This is an optimization exercise on Yosys and OpenROAD, whose aim is small area and a short achievable clock period, not a production implementation.
RTL that was checked went through simulation tests only; none was proved equivalent to the original.
Power figures rest on the tool's default switching activity, not on a simulated workload.

Setup of job 5688:
## qe_arb
module qe_arb (
    input  wire        clk,
    input  wire        rst,
    input  wire [7:0]  req,          
    input  wire [31:0] req_len,      
    input  wire        deadline,     
    input  wire        prio_we,      
    input  wire [23:0] prio_wdata,
    output wire [23:0] prio,         
    output wire [7:0]  gnt,          
    output wire [7:0]  aged,         
    output wire        beat_valid,   
    output wire [2:0]  beat_id,      
    output wire        beat_first    
);
Size: roughly 850 cells after synthesis, roughly 110 I/O pins, roughly 7400 um2 of cells after synthesis.
clock: 20.0 ns
lec_check: 0
cap_margin: 20
core_margin: 2
core_utilization: 55
cts_buf_list: sky130_fd_sc_hd__clkbuf_4 sky130_fd_sc_hd__clkbuf_8
cts_cluster_size: 30
slew_margin: 20
standard.sh (not shown) runs the stock make flow with config.mk's settings and CLKGATE_MAP_FILE= SYNTH_SCRIPT=/design/flow/synth_recipe.tcl, a recipe that flattens the netlist after the stock synthesis.
==> flow/flow/run.sh <==
#!/bin/bash
# Layout flow: the standard ORFS flow (standard.sh), with three changes:
#  - synthesis maps the logic with an area-oriented ABC script (flow/abc_area.script);
#    flip-flops are mapped before ABC runs, so the registers are the standard synthesis's;
#  - the ports get plain buffers (buf_1) instead of the delay buffers buffer_ports picks;
#  - timing repair aims for a setup slack of SETUP_SLACK_MARGIN below the clock period.
# Each tool's output goes to the ORFS logs under orfs/logs; make's output to orfs_make.log.
set -euo pipefail
here=$(pwd)
rm -rf "$here/orfs_scripts"
cp -r "$FLOW_HOME/scripts" "$here/orfs_scripts"
pre="$here/orfs_scripts/synth_preamble.tcl"
sed -i 's|^if { \$::env(ABC_AREA) } {|if { [info exists ::env(FLOW_ABC_SCRIPT)] } {\n  set abc_script $::env(FLOW_ABC_SCRIPT)\n} elseif { $::env(ABC_AREA) } {|' "$pre"
grep -q FLOW_ABC_SCRIPT "$pre"
export FLOW_ABC_SCRIPT="$here/flow/abc_area.script"
bash standard.sh "SCRIPTS_DIR=$here/orfs_scripts" \
    "BUFFER_PORTS_ARGS=-buffer_cell sky130_fd_sc_hd__buf_1" \
    "SETUP_SLACK_MARGIN=9.6" finish > orfs_make.log 2>&1
==> flow/flow/abc_area.script <==
&get -n
&st
&dc2
&syn2
&dch -f
&nf -R 1000 -p
&put
Job 5688: flow completed, timing, DRC and antenna clean
Input-level comparison between job 9239 and job 5688:
Settings: CORE_UTILIZATION: 55 -> 50.
==> flow/flow/abc_area.script <==
strash
dch
map -a
strash
dch
map -a
topo
==> comparison <==
Job 9239 vs. job 5688: utilization went down by 6.8 points. Between job 5688 and job 9239, the difference in final period utilization is negligible. Compared with job 5688, job 9239 shows die area that has gone up by more than 10%. Between job 5688 and job 9239, the difference in setup slack of the critical path after layout is negligible. Job 5688 reports its worst-path cell with the longest stage delay as a222oi_1 while job 9239 reports nor2_4. Diff job 5688 -> job 9239: starting density of the core saw a decrease; area growth from synthesis to final layout saw a decrease; power density normalized to cell area saw an increase.
Changes in job 9789 relative to job 9239:
Settings: swapping 20 for 0 in SLEW_MARGIN; swapping 20 for 0 in CAP_MARGIN.
==> flow/flow/abc_area.script <==
&get -n
&st
&dc2
&syn2
&dch -f
&nf -R 1000 -p
&put
Findings:
Multiplexer area fraction after synthesis: job 9789 higher than job 9239
The area after synthesis reported for job 9789 is smaller than that of job 9239 by about 2.2%.
Job 9789 — pre-CTS setup slack 0.76 ns higher, job 9239 as reference
Lower non-clock buffer share of cell area was reported by job 9239, not job 9789.
What job 6206 does differently from job 9789 at the input level:
Settings: SLEW_MARGIN now 20, was 0; CAP_MARGIN now 20, was 0.
==> flow/flow/abc_area.script <==
&get -n
&st
&syn2
&dch
&nf -R 1000 -p
&st
&syn2
&dch
&nf -R 1000 -p
&put
==> comparison <==
- Diff job 9789 -> job 6206: leakage power total fell by 0.60%.
- Total power: lower on job 9789
- From job 9789 to job 6206 the numbers moved as follows: smallest setup slack after layout +0.016 ns, switching part of the total +1.1 points, peak ir drop on the vdd network +0.0081 mV.
- Taking job 9789 as the reference, in job 6206 critical path depth lower; relative contribution of sequential cells to total power shows a reduction of 0.8 points.

* * *

## v43
Another version of the RTL of qe_arb (not shown whole).
For scale: about 820 cells after synthesis, about 110 I/O pins, roughly 7400 µm² of cells after synthesis.
Settings: LEC_CHECK=0, CAP_MARGIN=20, CORE_MARGIN=2, CORE_UTILIZATION=50, CTS_BUF_LIST=sky130_fd_sc_hd__clkbuf_4 sky130_fd_sc_hd__clkbuf_8, CTS_CLUSTER_SIZE=30, GPL_TIMING_DRIVEN=0, SLEW_MARGIN=20; clock period 20.0 ns.
==> flow/flow/abc_area.script <==
&get -n
&st
&dc2
&syn2
&dch -f
&nf -R 1000 -p
&put
Scripts as last shown in full above: flow/flow/run.sh
--- input diff v43..v54 ---
-- flow/config.mk --
<<< v43, line 11
export CTS_BUF_LIST = sky130_fd_sc_hd__clkbuf_4 sky130_fd_sc_hd__clkbuf_8
export CTS_CLUSTER_SIZE = 30
export GPL_TIMING_DRIVEN = 0
export SLEW_MARGIN = 20
>>> v54, line 11
export CTS_BUF_LIST = sky130_fd_sc_hd__clkbuf_4 sky130_fd_sc_hd__clkbuf_8
export CTS_CLUSTER_SIZE = 30
export PLACE_DENSITY = 0.75
export SLEW_MARGIN = 20
When v54 is measured against v43, its layout buffering overhead excluding clock cells turns out 0.97 points lower. [compare] base=v43 new=v54: setup slack has increased, global-route wire length before repair has decreased. Delta (v54 minus v43): average wire per cell in the routed design has decreased, maximum clock frequency has increased, count of routing violations after the opening detailed-route iteration has increased, clock power has increased, clock-buffer cell count has increased. Final cell count (v54 over v43): decrease, about 0.7%. On insertion delay of the later-clocked pin in the worst-skew pair, v54 tracks v43 almost exactly. Reported for v43 and v54, number of sequential storage elements turned out identical to the last digit.
Inputs modified between v54 and v49:
-- flow/config.mk --
<<< v54, line 11
export CTS_BUF_LIST = sky130_fd_sc_hd__clkbuf_4 sky130_fd_sc_hd__clkbuf_8
export CTS_CLUSTER_SIZE = 30
export PLACE_DENSITY = 0.75
export SLEW_MARGIN = 20
>>> v49, line 11
export CTS_BUF_LIST = sky130_fd_sc_hd__clkbuf_4 sky130_fd_sc_hd__clkbuf_8
export CTS_CLUSTER_SIZE = 30
export SLEW_MARGIN = 20
Notes after the runs:
- Any difference in layout buffering overhead excluding clock cells between v54 and v49 is small enough to ignore.
- v49 and v54 ended up with nearly the same share of the cycle needed by the critical path after routing.
- Diff v54 -> v49: final standard cell count with taps included and fillers excluded was more or less identical; portion of total power attributed to combinational logic went up by 0.5 points; post-detailed-routing wire length went up by 4.1%.
- In terms of clock latency on the worst-skew pair, v54 and v49 differ only marginally.
- Core occupancy in the finished layout: v54 vs v49 — no meaningful difference
- Of v49 and v54, the lower fraction of power spent switching nets belongs to v54.
- v49 vs v54 — slack of the critical path dropped 16 ps.
- The higher count of clock-buffer cells in the layout of v49 and v54 is in v54.

* * *

The RTL this note starts from:
==> flow/design.v <==
module qe_arb (
    input  wire        clk,
    input  wire        rst,
    input  wire [7:0]  req,          
    input  wire [31:0] req_len,      
    input  wire        deadline,     
    input  wire        prio_we,      
    input  wire [23:0] prio_wdata,
    output wire [23:0] prio,         
    output wire [7:0]  gnt,          
    output wire [7:0]  aged,         
    output wire        beat_valid,   
    output wire [2:0]  beat_id,      
    output wire        beat_first    
);
    localparam [23:0] PRIO_RESET = {3'd6, 3'd3, 3'd4, 3'd2, 3'd2, 3'd1, 3'd1, 3'd1};
    reg [23:0] prio_r;
    reg [11:0] seq   [0:7];          
    reg [7:0]  aged_r;
    reg [2:0]  last  [0:7];          
    reg [3:0]  bcnt;                 
    reg        bvalid;
    reg        bfirst;
    reg [2:0]  bid;
    assign prio       = prio_r;
    assign aged       = aged_r;
    assign beat_valid = bvalid;
    assign beat_first = bfirst;
    assign beat_id    = bid;
    wire decide = !bvalid || (bcnt == 4'd0);
    reg  [7:0] gt [0:7];             
    reg  [7:0] after;
    reg  [3:0] key [0:7];
    reg  [7:0] beats [0:7];          
    integer i, j;
    always @(*) begin
        for (i = 0; i < 8; i = i + 1)
            for (j = 0; j < 8; j = j + 1)
                gt[i][j] = (j[2:0] > last[i]);
        for (i = 0; i < 8; i = i + 1) begin
            after[i] = gt[prio_r[3*i +: 3]][i];
            key[i]   = {prio_r[3*i +: 3], !after[i]};
        end
        for (i = 0; i < 8; i = i + 1)
            beats[i][i] = 1'b0;
        for (i = 0; i < 8; i = i + 1)
            for (j = i + 1; j < 8; j = j + 1) begin
                beats[j][i] = (key[i] <= key[j]);
                beats[i][j] = !beats[j][i];
            end
    end
    wire [7:0] areq = req & aged_r;
    wire [7:0] cand = (|areq) ? areq : req;
    wire       dl   = deadline && req[4];
    reg  [7:0] win;
    always @(*) begin
        for (i = 0; i < 8; i = i + 1)
            win[i] = cand[i] && !(|(cand & beats[i]));
        if (dl)
            win = 8'b0001_0000;
    end
    assign gnt = decide ? win : 8'd0;
    wire grant = decide && (|req);
    wire [2:0] winner = {|win[7:4], win[7] | win[6] | win[3] | win[2],
                         win[7] | win[5] | win[3] | win[1]};
    reg  [3:0] win_len;
    reg  [7:0] lvl_en;
    always @(*) begin
        win_len = 4'd0;
        lvl_en  = 8'd0;
        for (i = 0; i < 8; i = i + 1)
            if (win[i]) begin
                win_len = win_len | req_len[4*i +: 4];
                lvl_en  = lvl_en | (8'd1 << prio_r[3*i +: 3]);
            end
    end
    integer k;
    always @(posedge clk) begin
        if (rst) begin
            prio_r <= PRIO_RESET;
            bvalid <= 1'b0;
            aged_r <= 8'd0;
            for (k = 0; k < 8; k = k + 1) begin
                seq[k]  <= 12'd0;
                last[k] <= 3'd7;
            end
        end else begin
            if (prio_we)
                prio_r <= prio_wdata;
            for (k = 0; k < 8; k = k + 1) begin
                if (!req[k] || gnt[k]) begin
                    seq[k]    <= 12'd0;
                    aged_r[k] <= 1'b0;
                end else begin
                    seq[k]    <= {seq[k][10:0],
                                  seq[k][11] ^ seq[k][5] ^ seq[k][3] ^ seq[k][0] ^
                                  (seq[k][10:0] == 11'd0)};
                    if (seq[k] == 12'h800)
                        aged_r[k] <= 1'b1;
                end
            end
            if (grant) begin
                for (k = 0; k < 8; k = k + 1)
                    if (lvl_en[k])
                        last[k] <= winner;
                bvalid <= 1'b1;
            end else if (bcnt == 4'd0) begin
                bvalid <= 1'b0;
            end
        end
        if (grant) begin
            bcnt   <= win_len;
            bid    <= winner;
            bfirst <= 1'b1;
        end else begin
            bcnt   <= bcnt - 4'd1;
            bfirst <= 1'b0;
        end
    end
endmodule
export LEC_CHECK = 0
export CAP_MARGIN = 20
export CORE_MARGIN = 2
export CORE_UTILIZATION = 40
export SLEW_MARGIN = 20
create_clock -name core_clock -period 20.0 [get_ports {clk}]
==> flow/flow/run.sh <==
#!/bin/bash
# Standard layout, with plain buffers on the ports and timing repair aimed below the clock period.
set -euo pipefail
bash standard.sh "BUFFER_PORTS_ARGS=-buffer_cell sky130_fd_sc_hd__buf_2" "SETUP_SLACK_MARGIN=10.5" finish > orfs_make.log 2>&1
Rerun with:
==> flow/flow/run.sh (replaced) <==
#!/bin/bash
# Standard layout, with plain buffers on the ports instead of the delay buffers buffer_ports picks.
set -euo pipefail
bash standard.sh "BUFFER_PORTS_ARGS=-buffer_cell sky130_fd_sc_hd__buf_2" finish > orfs_make.log 2>&1
Critical path depth falls by 3; utilization falls by 2.7 points; clock-buffer cell count stays the same; total power drops by a few percent; via count is about the same; first-iteration DRC count falls slightly; sequential power stays flat; die area does not change; register-to-register slack loses 210 ps; setup slack is worse by 1100 ps; design area shrinks by a few percent.
No functional check of the RTL was part of any run of this note.

* * *

indigo:
Another version of the RTL of qe_arb (not shown whole).
Size in the first run: ~160 flip-flops, about 110 I/O pins, roughly 7500 um2 of cells after synthesis.
Settings: LEC_CHECK=0, CAP_MARGIN=20, CORE_MARGIN=2, CORE_UTILIZATION=50, CTS_BUF_LIST=sky130_fd_sc_hd__clkbuf_4 sky130_fd_sc_hd__clkbuf_8, CTS_CLUSTER_SIZE=30, SLEW_MARGIN=20; clock period 20.0 ns.
==> flow/flow/run.sh <==
#!/bin/bash
# Layout flow: the standard ORFS flow (standard.sh), with three changes:
#  - synthesis maps the logic with an area-oriented ABC script (flow/abc_area.script);
#    flip-flops are mapped before ABC runs, so the registers are the standard synthesis's;
#  - the ports get plain buffers (buf_1) instead of the delay buffers buffer_ports picks;
#  - timing repair aims for a setup slack of SETUP_SLACK_MARGIN below the clock period.
# Each tool's output goes to the ORFS logs under orfs/logs; make's output to orfs_make.log.
set -euo pipefail
here=$(pwd)
rm -rf "$here/orfs_scripts"
cp -r "$FLOW_HOME/scripts" "$here/orfs_scripts"
pre="$here/orfs_scripts/synth_preamble.tcl"
sed -i 's|^if { \$::env(ABC_AREA) } {|if { [info exists ::env(FLOW_ABC_SCRIPT)] } {\n  set abc_script $::env(FLOW_ABC_SCRIPT)\n} elseif { $::env(ABC_AREA) } {|' "$pre"
grep -q FLOW_ABC_SCRIPT "$pre"
export FLOW_ABC_SCRIPT="$here/flow/abc_area.script"
bash standard.sh "SCRIPTS_DIR=$here/orfs_scripts" \
    "BUFFER_PORTS_ARGS=-buffer_cell sky130_fd_sc_hd__buf_1" \
    "SETUP_SLACK_MARGIN=0" finish > orfs_make.log 2>&1
==> flow/flow/abc_area.script <==
strash
dch
map -a
strash
dch
map -a
topo
diff inputs: indigo => quartz
-- flow/flow/run.sh --
<<< indigo, line 18
    "SETUP_SLACK_MARGIN=0" finish > orfs_make.log 2>&1
>>> quartz, line 18
    "SETUP_SLACK_MARGIN=11" finish > orfs_make.log 2>&1
- Diff indigo -> quartz: clock network power share climbed 2.3 points, peak clock frequency supported by timing climbed 0.011 GHz, core footprint shows no meaningful change.
- Summary of quartz over indigo: filler cell count saw a decrease, power has increased, power drawn by the clock network went up by about 16%, clock distribution area overhead in the final layout shows an increase of 0.35 points, total of plain and repair buffers excluding clock buffers increased by 41 relative to the old numbers.
- Diff quartz and indigo: leakage power of the design lower in indigo
- Against indigo, design area in quartz came out worse.
The inputs of nickel differ from those of quartz as listed below.
-- flow/flow/run.sh --
<<< quartz, line 18
    "SETUP_SLACK_MARGIN=11" finish > orfs_make.log 2>&1
>>> nickel, line 18
    "SETUP_SLACK_MARGIN=10" finish > orfs_make.log 2>&1
[summary]
nickel does worse than quartz on maximum clock rate.
nickel: via count of the first global-routing pass 80 below quartz
Sort nickel and quartz by final instance area, ascending, and nickel comes first.
Switching share of power ends up lower on nickel.
Re clock insertion delay at the later pin of the skew report: quartz was lower than nickel.
Changes in harbor relative to nickel:
- removing CTS_CLUSTER_SIZE (formerly 30)
- removing CTS_BUF_LIST (formerly sky130_fd_sc_hd__clkbuf_4 sky130_fd_sc_hd__clkbuf_8)
- changing CORE_UTILIZATION from 50 to 40
-- flow/flow/run.sh --
<<< nickel, line 5
#  - the ports get plain buffers (buf_1) instead of the delay buffers buffer_ports picks;
>>> harbor, line 5
#  - the ports get plain buffers (buf_2) instead of the delay buffers buffer_ports picks;
<<< nickel, line 17
    "BUFFER_PORTS_ARGS=-buffer_cell sky130_fd_sc_hd__buf_1" \
    "SETUP_SLACK_MARGIN=10" finish > orfs_make.log 2>&1
>>> harbor, line 17
    "BUFFER_PORTS_ARGS=-buffer_cell sky130_fd_sc_hd__buf_2" \
    "SETUP_SLACK_MARGIN=10.5" finish > orfs_make.log 2>&1
## What came out
- nickel vs harbor, worst setup path startpoint: req[2] vs req[0]
- Diff nickel -> harbor: overall via count from detail_route lost 72, total power picked up an extra about 9%, die area picked up an extra 3900 um2.
- Post-detailed-route via-to-cell ratio for harbor: 4.4% down relative to nickel
- Diff nickel -> harbor: worst slack on hold paths now sits higher; worst IR drop on VDD now sits higher; routed length on met1 now sits higher.
- When harbor is measured against nickel, its combinational share of power turns out 1.1 points lower.

[re-timing with driven ports]
No port has a modelled driver above. Below, the same layouts with a new extraction and two added sets of constraints.
Step 1 assumes that a clkbuf_16 drives the clock port and a buf_2 every other input.
Step 2, shift: input delay + t, output delay - t, t = (earliest + latest rising clock arrival at the registers) / 2. This alone moves slack from input paths to output paths.
Slacks: ideal ports / drivers / drivers and shift; pairs: ideal ports / drivers.
| run | shift t [ns] | slack for setup (ns) | worst data-port slew with drivers (ns) |
|---|---|---|---|
| job 5688 | 0.499 | 9.710 / 9.691 / 9.691 | 0.05 |
| job 9239 | 0.502 | 9.713 / 9.691 / 9.691 | 0.04 |
| job 9789 | 0.487 | 9.721 / 9.693 / 9.693 | 0.06 |
| job 6206 | 0.508 | 9.737 / 9.714 / 9.714 | 0.05 |
| v43 | 0.508 | 9.600 / 9.554 / 9.554 | 0.05 |
| v54 | 0.504 | 9.741 / 9.713 / 9.713 | 0.06 |
| v49 | 0.490 | 9.725 / 9.702 / 9.702 | 0.04 |
| the first run of note 3 | 0.488 | 10.103 / 10.048 / 10.048 | 0.07 |
| the second run of note 3 | 0.482 | 9.013 / 8.993 / 8.993 | 0.05 |
| indigo | 0.495 | 8.826 / 8.802 / 8.802 | 0.06 |
| quartz | 0.501 | 10.091 / 10.038 / 10.038 | 0.05 |
| nickel | 0.507 | 9.971 / 9.939 / 9.939 | 0.06 |
| harbor | 0.474 | 10.068 / 10.023 / 10.023 | 0.06 |
After both steps every run listed still meets setup and hold. For the first run of note 3, which loses most, drivers alone change the setup slack by -0.055 ns; drivers and shift together by -0.055 ns.
